What follows belongs to an exercise in optimizing a design on an open flow for small area, a short achievable clock period and few clock cycles per item; a production flow would make more cautious choices.
Only simulation tests tie the RTL to the original design; equivalence was not proved.

== lane 1 ==
==> flow/design.v (excerpt) <==
module lk7_svf (
    input  wire        clk,
    input  wire        rst,
    input  wire        in_valid,
    output wire        in_ready,
    input  wire        in_ch,
    input  wire        in_clr,
    input  wire [1:0]  in_mode,
    input  wire [1:0]  in_nsec,
    input  wire [31:0] in_x,
    input  wire [31:0] in_a1,
    input  wire [31:0] in_a2,
    input  wire [31:0] in_a3,
    input  wire [31:0] in_k,
    output wire        out_valid,
    output wire [31:0] out_y
);
Size in the first run: roughly 620 flip-flops, ~200 I/O pins.
==> module lk7_svf, before the edit <==
module lk7_svf (
    input  wire        clk,
    input  wire        rst,
    input  wire        in_valid,
    output wire        in_ready,
    input  wire        in_ch,
    input  wire        in_clr,
    input  wire [1:0]  in_mode,
    input  wire [1:0]  in_nsec,
    input  wire [31:0] in_x,
    input  wire [31:0] in_a1,
    input  wire [31:0] in_a2,
    input  wire [31:0] in_a3,
    input  wire [31:0] in_k,
    output wire        out_valid,
    output wire [31:0] out_y
);
    function [31:0] sat35;
        input [34:0] v;
        begin
            if (v[34:31] == 4'b0000 || v[34:31] == 4'b1111)
                sat35 = v[31:0];
            else if (v[34])
                sat35 = 32'h8000_0000;
            else
                sat35 = 32'h7FFF_FFFF;
        end
    endfunction
    function [31:0] upd;
        input [34:0] s;
        input [34:0] z;
        input        b;
        begin
            if (!(s[34:31] == 4'b0000 || s[34:31] == 4'b1111))
                upd = s[34] ? 32'h8000_0000 : 32'h7FFF_FFFF;
            else if (z[34:30] == 5'b00000 || z[34:30] == 5'b11111)
                upd = {z[30:0], b};
            else
                upd = z[34] ? 32'h8000_0000 : 32'h7FFF_FFFF;
        end
    endfunction
    reg        vr;
    reg        f_ch, f_clr;
    reg [1:0]  f_mode, f_nsec;
    reg [31:0] f_x, f_a1, f_a2, f_a3, f_k;
    always @(posedge clk) begin
        vr     <= in_valid;
        f_ch   <= in_ch;
        f_clr  <= in_clr;
        f_mode <= in_mode;
        f_nsec <= in_nsec;
        f_x    <= in_x;
        f_a1   <= in_a1;
        f_a2   <= in_a2;
        f_a3   <= in_a3;
        f_k    <= in_k;
    end
    reg        busy;      
    reg        p0, p1, p2;   
    reg        sec;       
    reg        acc;       
    reg        ov_r;
    reg        rdy_r;     
    wire go      = ~busy & vr & ~acc;            
    wire act     = busy | go;
    wire pass    = (f_nsec == 2'd0);
    wire lastsec = sec | ~f_nsec[1];
    wire hpn     = f_mode[1];
    wire do_p0   = p0 & (busy | (go & ~pass));
    wire do_p1   = p1;
    wire do_p2   = p2;
    wire sec_end = (p1 & ~hpn) | p2;
    wire done    = (go & pass) | (sec_end & lastsec);
    wire busy_n  = do_p0 | (busy & ~done);
    wire p0_n    = ~do_p0 & (p0 | sec_end);
    wire p1_n    = do_p0;
    wire sec_n   = sec_end ? ~lastsec : sec;
    wire go_n    = ~busy_n & in_valid & ~(rdy_r & in_valid);
    wire rdy_n   = (busy_n | go_n)
                 & ((in_nsec == 2'd0)
                    | ((sec_n | ~in_nsec[1]) & ((p0_n & ~in_mode[1]) | (p1_n & in_mode[1]))));
    assign in_ready  = rdy_r;
    assign out_valid = ov_r;
    assign out_y     = xo_r;
    reg [31:0] ic1_q [0:3];
    reg [31:0] ic2_q [0:3];
    wire [1:0]  idx  = {f_ch, sec};
    wire [31:0] ic1c = ic1_q[idx];
    wire [31:0] ic2c = ic2_q[idx];
    wire        clr0 = go & f_clr;                
    wire [31:0] ic2g = clr0 ? 32'd0 : ic2c;
    reg  [31:0] dop_r;        
    reg  [31:0] xo_r;         
    reg  [63:0] pa_r;         
    reg  [63:0] pb_r;         
    wire [31:0] v2_r = pb_r[31:0];
    wire [31:0] xcur = sec ? xo_r : f_x;    
    wire [34:0] v3d;
    wire [32:0] xm;
    wire        g_v3, p_v3, g_xm, p_xm;
    padd35 sub_v3 (.a({{3{xcur[31]}}, xcur}), .b(~{{3{ic2g[31]}}, ic2g}), .cin(1'b1),
                   .s(v3d), .gout(g_v3), .pout(p_v3));
    padd33 sub_xm (.a({xo_r[31], xo_r}), .b(~(f_mode[0] ? 33'd0 : {v2_r[31], v2_r})), .cin(1'b1),
                   .s(xm), .gout(g_xm), .pout(p_xm));
    wire [31:0] v3_n = sat35(v3d);
    wire [15:0] b_one, b_two, b_neg;
    benc enc (.b(dop_r), .flip(p2), .one(b_one), .two(b_two), .neg(b_neg));
    wire [31:0] m1 = p2 ? f_k : f_a2;
    wire [31:0] m2 = p0 ? f_a1 : f_a3;
    wire [64:0] c1 = ({65{p0}} & {{3{ic2g[31]}}, ic2g, 30'h2000_0000})
                   | ({65{p1}} & {pa_r[63], pa_r})
                   | ({65{p2}} & {{2{xm[32]}}, xm, 30'h1FFF_FFFF});
    wire [64:0] c2 = p0 ? 65'h0_2000_0000 : {pb_r[63], pb_r};
    wire [34:0] r1 = ~{{4{ic1c[31]}}, ic1c[31:1]};
    wire [34:0] r2 = ~{{4{ic2c[31]}}, ic2c[31:1]};
    wire [64:0] s1, s2;
    wire [34:0] z1, z2;
    bmt  t1 (.a(m1), .one(b_one), .two(b_two), .neg(b_neg), .c(c1),
             .r(r1), .e(~ic1c[0]), .s(s1), .z(z1));
    bmt  t2 (.a(m2), .one(b_one), .two(b_two), .neg(b_neg), .c(c2),
             .r(r2), .e(~ic2c[0]), .s(s2), .z(z2));
    wire [31:0] v1_n  = sat35(s1[64:30]);
    wire [31:0] v2_n  = sat35(s2[64:30]);
    wire [31:0] ic1_n = upd(s1[64:30], z1, ic1c[0]);
    wire [31:0] ic2_n = upd(s2[64:30], z2, ic2c[0]);
    wire [31:0] yv    = p2 ? v1_n : (f_mode[0] ? v1_n : v2_n);
    wire        wr0    = do_p1 & (idx == {in_ch, 1'b0});
    wire [31:0] ic1_nr = in_clr ? 32'd0 : (wr0 ? ic1_n : ic1_q[{in_ch, 1'b0}]);
    integer i;
    always @(posedge clk) begin
        if (do_p0) begin
            pa_r <= s2[63:0];
            pb_r <= s1[63:0];
        end else if (do_p1) begin
            pb_r[31:0] <= v2_n;
        end
        if ((go & pass) | (do_p0 & ~sec))
            xo_r <= f_x;
        else if (sec_end)
            xo_r <= yv;
        if (do_p0)
            dop_r <= v3_n;
        else if (do_p1 & hpn)
            dop_r <= v1_n;
        else if (sec_end & ~lastsec)
            dop_r <= ic1_q[{f_ch, 1'b1}];
        else
            dop_r <= ic1_nr;
        if (rst) begin
            for (i = 0; i < 4; i = i + 1) begin
                ic1_q[i] <= 32'd0;
                ic2_q[i] <= 32'd0;
            end
        end else if (clr0) begin
            ic1_q[{f_ch, 1'b0}] <= 32'd0;
            ic1_q[{f_ch, 1'b1}] <= 32'd0;
            ic2_q[{f_ch, 1'b0}] <= 32'd0;
            ic2_q[{f_ch, 1'b1}] <= 32'd0;
        end else if (do_p1) begin
            ic1_q[idx] <= ic1_n;
            ic2_q[idx] <= ic2_n;
        end
    end
    always @(posedge clk) begin
        if (rst) begin
            busy <= 1'b0;
            p0   <= 1'b1;
            p1   <= 1'b0;
            p2   <= 1'b0;
            sec  <= 1'b0;
            acc  <= 1'b0;
            ov_r <= 1'b0;
            rdy_r <= 1'b0;
        end else begin
            rdy_r <= rdy_n;
            acc  <= in_ready & in_valid;
            ov_r <= done;
            busy <= busy_n;
            p0   <= p0_n;
            p1   <= p1_n;
            p2   <= do_p1 & hpn;
            sec  <= sec_n;
        end
    end
endmodule
clock: 20.0 ns
lec_check: 0
abc_area: 1
cap_margin: 20
core_margin: 2
core_utilization: 40
place_density: 0.6
slew_margin: 20
standard.sh (not shown) runs the stock make flow with config.mk's settings and CLKGATE_MAP_FILE= SYNTH_SCRIPT=/design/flow/synth_recipe.tcl, a recipe that flattens the netlist after the stock synthesis.
==> flow/flow/run.sh <==
#!/bin/bash
# Own flow: the standard layout (standard.sh) unchanged, except that
# - OpenROAD's repair_timing is asked to keep SETUP_SLACK_MARGIN ns of setup
#   slack at the design's clock, so that it sizes the critical paths for a
#   shorter achieved period;
# - every port is still buffered, with a small buffer (buf_2).
# Clock, constraints and steps are the standard ones.
set -euo pipefail
export SETUP_SLACK_MARGIN=11
export BUFFER_PORTS_ARGS="-buffer_cell sky130_fd_sc_hd__buf_2"
bash standard.sh > standard.log 2>&1
Testbench counts of lane 1, summed over its fixed seeds: cycles 35,549, items 9,600.
Input-level comparison between lane 2 and lane 1:
--- a/flow/design.v
+++ b/flow/design.v
@@ -90,6 +90,7 @@
     wire        clr0 = go & f_clr;                
     wire [31:0] ic2g = clr0 ? 32'd0 : ic2c;
     reg  [31:0] dop_r;        
+    reg  [31:0] dop2_r;       
     reg  [31:0] xo_r;         
     reg  [63:0] pa_r;         
     reg  [63:0] pb_r;         
@@ -103,8 +104,9 @@
     padd33 sub_xm (.a({xo_r[31], xo_r}), .b(~(f_mode[0] ? 33'd0 : {v2_r[31], v2_r})), .cin(1'b1),
                    .s(xm), .gout(g_xm), .pout(p_xm));
     wire [31:0] v3_n = sat35(v3d);
-    wire [15:0] b_one, b_two, b_neg;
-    benc enc (.b(dop_r), .flip(p2), .one(b_one), .two(b_two), .neg(b_neg));
+    wire [15:0] b_one, b_two, b_neg, b2_one, b2_two, b2_neg;
+    benc enc  (.b(dop_r), .flip(p2), .one(b_one), .two(b_two), .neg(b_neg));
+    benc enc2 (.b(dop2_r), .flip(1'b0), .one(b2_one), .two(b2_two), .neg(b2_neg));
     wire [31:0] m1 = p2 ? f_k : f_a2;
     wire [31:0] m2 = p0 ? f_a1 : f_a3;
     wire [64:0] c1 = ({65{p0}} & {{3{ic2g[31]}}, ic2g, 30'h2000_0000})
@@ -117,7 +119,7 @@
     wire [34:0] z1, z2;
     bmt  t1 (.a(m1), .one(b_one), .two(b_two), .neg(b_neg), .c(c1),
              .r(r1), .e(~ic1c[0]), .s(s1), .z(z1));
-    bmt  t2 (.a(m2), .one(b_one), .two(b_two), .neg(b_neg), .c(c2),
+    bmt  t2 (.a(m2), .one(b2_one), .two(b2_two), .neg(b2_neg), .c(c2),
              .r(r2), .e(~ic2c[0]), .s(s2), .z(z2));
     wire [31:0] v1_n  = sat35(s1[64:30]);
     wire [31:0] v2_n  = sat35(s2[64:30]);
@@ -146,6 +148,12 @@
             dop_r <= ic1_q[{f_ch, 1'b1}];
         else
             dop_r <= ic1_nr;
+        if (do_p0)
+            dop2_r <= v3_n;
+        else if (sec_end & ~lastsec)
+            dop2_r <= ic1_q[{f_ch, 1'b1}];
+        else if (~(do_p1 & hpn))
+            dop2_r <= ic1_nr;
         if (rst) begin
             for (i = 0; i < 4; i = i + 1) begin
                 ic1_q[i] <= 32'd0;
--- outcome ---
Compared with lane 1, lane 2 shows area of all placed cells without fillers that has gone up by a few percent. [compare] base=lane 1 new=lane 2: number of well-tap cells placed saw an increase; wire length of the first global-routing pass now larger; post-synthesis mux area share about even. Critical path depth in lane 2 is about 14% below lane 1.
Testbench counts of lane 2, summed over its fixed seeds: cycles 35,549, items 9,600.


lk7_svf, a different RTL version from the one above (not shown whole).
Size: about 690 flip-flops, roughly 200 I/O pins.
// lk7_svf
module lk7_svf (
    input  wire        clk,
    input  wire        rst,
    input  wire        in_valid,
    output wire        in_ready,
    input  wire        in_ch,
    input  wire        in_clr,
    input  wire [1:0]  in_mode,
    input  wire [1:0]  in_nsec,
    input  wire [31:0] in_x,
    input  wire [31:0] in_a1,
    input  wire [31:0] in_a2,
    input  wire [31:0] in_a3,
    input  wire [31:0] in_k,
    output wire        out_valid,
    output wire [31:0] out_y
);
clock: 20.0 ns
lec_check: 0
abc_area: 1
cap_margin: 20
core_margin: 2
core_utilization: 40
place_density: 0.6
slew_margin: 20
==> flow/flow/run.sh <==
#!/bin/bash
# Own flow: the standard layout (standard.sh) unchanged, except that
# OpenROAD's repair_timing is asked to keep SETUP_SLACK_MARGIN ns of setup
# slack at the design's clock, so that it sizes the critical paths for a
# shorter achieved period.  Clock, constraints and steps are the standard ones.
set -euo pipefail
export SETUP_SLACK_MARGIN=11
bash standard.sh > standard.log 2>&1
Testbench counts at the start, summed over its fixed seeds: cycles 35,549, items 9,600.
Then changed:
--- a/flow/design.v
+++ b/flow/design.v
@@ -82,83 +82,68 @@
     assign in_ready  = rdy_r;
     assign out_valid = ov_r;
     assign out_y     = xo_r;
     reg [31:0] ic1_q [0:3];
     reg [31:0] ic2_q [0:3];
     wire [1:0]  idx  = {f_ch, sec};
     wire [31:0] ic1c = ic1_q[idx];
     wire [31:0] ic2c = ic2_q[idx];
     wire        clr0 = go & f_clr;                
     wire [31:0] ic2g = clr0 ? 32'd0 : ic2c;
     reg  [31:0] dop_r;        
     reg  [31:0] xo_r;         
-    reg  [64:0] c1_r;         
-    reg  [64:0] c2_r;         
-    wire [31:0] v2_r = c2_r[31:0];
+    reg  [63:0] pa_r;         
+    reg  [63:0] pb_r;         
+    wire [31:0] v2_r = pb_r[31:0];
     wire [31:0] xcur = sec ? xo_r : f_x;    
     wire [34:0] v3d;
     wire [32:0] xm;
     wire        g_v3, p_v3, g_xm, p_xm;
     padd35 sub_v3 (.a({{3{xcur[31]}}, xcur}), .b(~{{3{ic2g[31]}}, ic2g}), .cin(1'b1),
                    .s(v3d), .gout(g_v3), .pout(p_v3));
     padd33 sub_xm (.a({xo_r[31], xo_r}), .b(~(f_mode[0] ? 33'd0 : {v2_r[31], v2_r})), .cin(1'b1),
                    .s(xm), .gout(g_xm), .pout(p_xm));
     wire [31:0] v3_n = sat35(v3d);
     wire [15:0] b_one, b_two, b_neg;
     wire [15:0] b_cor;
     benc enc (.b(dop_r), .one(b_one), .two(b_two), .neg(b_neg), .cor(b_cor));
-    reg  [31:0] m1, m2;       
+    wire [31:0] m1 = p2 ? ~f_k : f_a2;
+    wire [31:0] m2 = p0 ? f_a1 : f_a3;
+    wire [64:0] c1 = ({65{p0}} & {{3{ic2g[31]}}, ic2g, 30'h2000_0000})
+                   | ({65{p1}} & {pa_r[63], pa_r})
+                   | ({65{p2}} & {{33{dop_r[31]}}, dop_r});
     wire [64:0] l1 = {65{p2}} & {{2{xm[32]}}, xm, 30'h1FFF_FFFF};
+    wire [64:0] c2 = p0 ? 65'h0_2000_0000 : {pb_r[63], pb_r};
     wire [34:0] r1 = ~{{4{ic1c[31]}}, ic1c[31:1]};
     wire [34:0] r2 = ~{{4{ic2c[31]}}, ic2c[31:1]};
     wire [64:0] s1, s2;
     wire [34:0] z1, z2;
-    bmt1 t1 (.a(m1), .one(b_one), .two(b_two), .neg(b_neg), .c(c1_r), .l(l1),
+    bmt1 t1 (.a(m1), .one(b_one), .two(b_two), .neg(b_neg), .c(c1), .l(l1),
              .r(r1), .e(~ic1c[0]), .s(s1), .z(z1));
-    bmt2 t2 (.a(m2), .one(b_one), .two(b_two), .neg(b_neg), .c(c2_r),
+    bmt2 t2 (.a(m2), .one(b_one), .two(b_two), .neg(b_neg), .c(c2),
              .r(r2), .e(~ic2c[0]), .s(s2), .z(z2));
     wire [31:0] v1_n  = sat35(s1[64:30]);
     wire [31:0] v2_n  = sat35(s2[64:30]);
     wire [31:0] ic1_n = upd(s1[64:30], z1, ic1c[0]);
     wire [31:0] ic2_n = upd(s2[64:30], z2, ic2c[0]);
     wire [31:0] yv    = p2 ? v1_n : (f_mode[0] ? v1_n : v2_n);
     wire        wr0    = do_p1 & (idx == {in_ch, 1'b0});
     wire [31:0] ic1_nr = in_clr ? 32'd0 : (wr0 ? ic1_n : ic1_q[{in_ch, 1'b0}]);
-    wire [31:0] ic2_nr = in_clr ? 32'd0 : (wr0 ? ic2_n : ic2_q[{in_ch, 1'b0}]);
-    wire [31:0] ic2_s1 = ic2_q[{f_ch, 1'b1}];
     integer i;
     always @(posedge clk) begin
         if (do_p0) begin
-            m1 <= f_a2;
-            m2 <= f_a3;
-        end else if (do_p1 & hpn) begin
-            m1 <= ~f_k;
-            m2 <= f_a3;
-        end else if (sec_end & ~lastsec) begin
-            m1 <= f_a2;
-            m2 <= f_a1;
-        end else begin
-            m1 <= in_a2;
-            m2 <= in_a1;
-        end
-        if (do_p0) begin
-            c1_r <= {s2[63], s2[63:0]};
-            c2_r <= {s1[63], s1[63:0]};
-        end else if (do_p1 & hpn) begin
-            c1_r <= {{33{v1_n[31]}}, v1_n};
-            c2_r <= {33'd0, v2_n};
-        end else begin
-            c1_r <= (sec_end & ~lastsec) ? {{3{ic2_s1[31]}}, ic2_s1, 30'h2000_0000}
-                                         : {{3{ic2_nr[31]}}, ic2_nr, 30'h2000_0000};
-            c2_r <= 65'h0_2000_0000;
+            pa_r <= s2[63:0];
+            pb_r <= s1[63:0];
+        end else if (do_p1) begin
+            pb_r[31:0] <= v2_n;
         end
         if ((go & pass) | (do_p0 & ~sec))
             xo_r <= f_x;
         else if (sec_end)
             xo_r <= yv;
         if (do_p0)
             dop_r <= v3_n;
         else if (do_p1 & hpn)
             dop_r <= v1_n;
         else if (sec_end & ~lastsec)
             dop_r <= ic1_q[{f_ch, 1'b1}];
         else
What happened:
- wire length is lower by about 3.7%
- final area fell by about 0.9%
- maximum frequency is about the same
- count of clock-buffer cells in the layout falls by 3
- non-clock buffer count fell by 4
- critical path depth falls by 9
- worst setup slack got worse by 5.4 ps
- sequential share of layout area climbs by 0.14 points
- first-iteration DRC count falls by about 2.4%
- hold slack is better by 11 ps
- die area shrinks by 2.0%
- via count came out lower by 2.3%
Testbench counts after the change, summed over its fixed seeds: cycles 35,549, items 9,600.

[what the ideal ports hide]
In the flow no input, the clock included, has a driving cell. The finished layouts below were timed again as built, in two steps. Step 1 (the two cells are an assumption about what drives the block):
set clk [get_ports {clk}]
set_driving_cell -lib_cell sky130_fd_sc_hd__clkbuf_16 $clk
set_driving_cell -lib_cell sky130_fd_sc_hd__buf_2 [delete_from_list [all_inputs] $clk]
Step 2 adds t to the input delays and takes it off the output delays; t is the mean of the earliest and latest rising clock arrival at the registers after step 1. Input paths then give back, and output paths get back, about the clock's delay inside the block. Three values: ideal, step 1, step 2; two values: the first two.
| run | t, ns | setup WS [ns] | worst register clock-pin slew, ns | worst slew at a driven data input, ns |
|---|---|---|---|---|
| lane 1 | 0.824 | 11.091 / 11.091 / 11.091 | 0.07 / 0.07 | 0.07 |
| lane 2 | 0.801 | 11.083 / 11.083 / 11.083 | 0.08 / 0.08 | 0.05 |
| the first run of note 2 | 0.886 | 10.881 / 10.881 / 10.881 | 0.08 / 0.08 | 0.06 |
| the second run of note 2 | 0.854 | 10.876 / 10.876 / 10.876 | 0.07 / 0.07 | 0.08 |
After both steps every run listed still meets setup and hold.
